From an optimization exercise on the open Yosys and OpenROAD flow, aimed at small area, a short achievable clock period and few clock cycles; shortcuts taken in it are not production practice.
Only simulation tests tie the RTL to the original design; equivalence was not proved.
Power is estimated from default activity; no workload was simulated.

// thm_ff
module thm_ff (
    input  wire        clk,
    input  wire        rst,
    input  wire        cmd_valid,
    output wire        cmd_ready,
    input  wire [1:0]  cmd_op,
    input  wire [4:0]  cmd_idx,
    input  wire [15:0] cmd_data,
    input  wire [11:0] cmd_half,
    input  wire [7:0]  cmd_w0,
    input  wire [7:0]  cmd_w1,
    input  wire [7:0]  cmd_w2,
    input  wire [7:0]  cmd_w3,
    input  wire [15:0] cmd_gain,
    input  wire [15:0] cmd_dclk,
    input  wire [15:0] cmd_heat,
    input  wire [15:0] cmd_stamp,
    input  wire [1:0]  cmd_dist,
    input  wire        cmd_last,
    output reg         res_valid,
    output wire [15:0] res_q,
    output wire [15:0] res_ff
);
    localparam OP_FTAB = 2'd0;
    localparam OP_CFG  = 2'd1;
    localparam OP_CELL = 2'd2;
    localparam FQ = 3;                   
    reg rst_q;
    always @(posedge clk) rst_q <= rst;
    reg [11:0] half;
    reg [13:0] half3;                    
    reg [7:0]  w0, w1, w2, w3;
    reg [15:0] gain;
    reg        rdy;
    assign cmd_ready = rdy;
    wire take      = cmd_valid & rdy & ~rst;
    wire take_cell = take & (cmd_op == OP_CELL);
    wire take_last = take_cell & cmd_last;
    wire take_tc   = take & ~cmd_op[1];           
    reg        c_v;
    reg [15:0] c_dclk, c_stamp, c_heat;
    reg [1:0]  c_dist;
    reg        c_last;
    always @(posedge clk) begin
        c_v     <= take_cell & ~rst_q;
        c_dclk  <= cmd_dclk;
        c_stamp <= cmd_stamp;
        c_heat  <= cmd_heat;
        c_dist  <= cmd_dist;
        c_last  <= cmd_last;
    end
    reg        p_v;
    reg        p_cfg;
    reg [11:0] p_half;                   
    reg [31:0] p_w;
    reg [15:0] p_gain;                   
    always @(posedge clk) begin
        if (rdy) begin
            p_cfg  <= cmd_op[0];
            p_half <= cmd_op[0] ? cmd_half : {7'd0, cmd_idx};
            p_w    <= {cmd_w3, cmd_w2, cmd_w1, cmd_w0};
            p_gain <= cmd_op[0] ? cmd_gain : cmd_data;
        end
    end
    reg  [2:0]   ph;
    reg  [3:0]   clr_cnt;
    wire         clr = (clr_cnt != 4'd0);
    reg  [15:0]  rg [0:3][0:7];
    wire         ftab_go;
    integer s, k;
    always @(posedge clk) begin
        for (s = 0; s < 4; s = s + 1) begin
            for (k = 0; k < 7; k = k + 1) rg[s][k] <= rg[s][k+1];
            if (ftab_go && p_half[4:3] == s)
                rg[s][7] <= p_gain;
  ...
Settings: LEC_CHECK=0, CAP_MARGIN=20, CORE_MARGIN=2, CORE_UTILIZATION=60, CTS_CLUSTER_DIAMETER=100, CTS_CLUSTER_SIZE=25, PLACE_DENSITY=0.75, SLEW_MARGIN=20, SYNTH_MEMORY_MAX_BITS=8192; clock period 12.0 ns.
standard.sh (not shown) runs the stock make flow with config.mk's settings and CLKGATE_MAP_FILE= SYNTH_SCRIPT=/design/flow/synth_recipe.tcl, a recipe that flattens the netlist after the stock synthesis.
==> flow/flow/run.sh <==
#!/bin/bash
# The standard layout (the standard.sh: standard synthesis, floorplan,
# placement, CTS, routing) with a larger setup slack margin for ORFS's timing
# repair, so that repair_timing sizes and buffers the design towards a
# shorter period than the 12 ns clock asks for. The SDC is not changed.
set -euo pipefail
MARGIN=$(cat flow/margin.txt)
bash standard.sh SETUP_SLACK_MARGIN=$MARGIN finish > standard.log 2>&1
==> flow/flow/margin.txt <==
8.5
The baseline completed with no timing, DRC or antenna violations.
Testbench counts at the start, summed over its fixed seeds: cycles 56,137.
Edit:
==> flow/flow/margin.txt (replaced) <==
8.7
Settings changed: CORE_UTILIZATION 60 to 70, CTS_CLUSTER_SIZE 25 to 22, PLACE_DENSITY 0.75 to 0.85.
Outcome:
- worst setup slack is about the same
- cell count falls by about 1.6%
- maximum frequency stays flat
Edit:
==> flow/flow/margin.txt (replaced) <==
8.5
Settings changed: CTS_CLUSTER_DIAMETER 100 to unset, CTS_CLUSTER_SIZE 22 to unset.
Synthesized cell count does not change.
Cell count climbs by 1.1%.
Worst hold slack stays flat.
Routed wire length went up by 0.69%.
Setup slack degrades by 0.040 ns.


thm_ff again, from the RTL that the note above started with.
==> flow/config.mk <==
export PLATFORM = sky130hd
export DESIGN_NAME = thm_ff
export DESIGN_NICKNAME = thm_ff
export VERILOG_FILES = /design/flow/design.v
export SDC_FILE = /design/flow/constraint.sdc
export NUM_CORES = 4
export LEC_CHECK = 0
export CAP_MARGIN = 20
export CORE_MARGIN = 2
export CORE_UTILIZATION = 60
export CTS_CLUSTER_DIAMETER = 100
export CTS_CLUSTER_SIZE = 22
export PLACE_DENSITY = 0.75
export SLEW_MARGIN = 20
export SYNTH_MEMORY_MAX_BITS = 8192
==> flow/constraint.sdc <==
create_clock -name core_clock -period 12.0 [get_ports {clk}]
set_input_delay 2.4000 -clock core_clock [delete_from_list [all_inputs] [get_ports {clk}]]
set_output_delay 2.4000 -clock core_clock [all_outputs]
set_load 0.01 [all_outputs]
==> flow/flow/margin.txt <==
8.25
Scripts as last shown in full above: flow/flow/run.sh
The starting point completed with no timing, DRC or antenna violations.
Testbench counts at the start, summed over its fixed seeds: cycles 56,137.
Edit:
==> flow/flow/margin.txt (replaced) <==
8.5
Settings changed: CTS_CLUSTER_DIAMETER 100 to default, CTS_CLUSTER_SIZE 22 to default.
After rerunning:
- power rises by 13%
- non-clock buffer count grows by 20
- core utilization goes up by 3.0 points
- final cell count increases by 1.9%
- clock skew falls by 15 ps

## what the ideal ports hide
In the flow no input, the clock included, has a driving cell. The finished layouts below were timed again as built, in two steps.
Step 1 (the two cells are an assumption about what drives the block):
set clk [get_ports {clk}]
set_driving_cell -lib_cell sky130_fd_sc_hd__clkbuf_16 $clk
set_driving_cell -lib_cell sky130_fd_sc_hd__buf_2 [delete_from_list [all_inputs] $clk]
Step 2, shift: input delay + t, output delay - t, t = (earliest + latest rising clock arrival at the registers) / 2. This alone moves slack from input paths to output paths.
Slacks: ideal ports / drivers / drivers and shift; pairs: ideal ports / drivers.
| run | t (ns) | slack for setup (ns) | latest minus earliest clock arrival (ns) | slew at the worst register clock pin (ns) | pins driven straight from the clock port |
|---|---|---|---|---|---|
| the first run of note 1 | 0.770 | 8.233 / 8.158 / 7.736 | 0.073 / 0.073 | 0.11 / 0.11 | 1 |
| the second run of note 1 | 0.774 | 8.232 / 8.157 / 7.928 | 0.067 / 0.067 | 0.11 / 0.11 | 1 |
| the third run of note 1 | 0.849 | 8.191 / 8.113 / 7.586 | 0.060 / 0.060 | 0.08 / 0.08 | 1 |
| the first run of note 2 | 0.751 | 8.184 / 8.114 / 7.642 | 0.072 / 0.072 | 0.10 / 0.10 | 1 |
| the second run of note 2 | 0.834 | 8.205 / 8.130 / 7.722 | 0.058 / 0.059 | 0.07 / 0.07 | 1 |
After both steps every run listed still meets setup and hold. The setup slack of the third run of note 1, which loses most, moves by -0.078 ns with the drivers and by -0.605 ns with both steps.
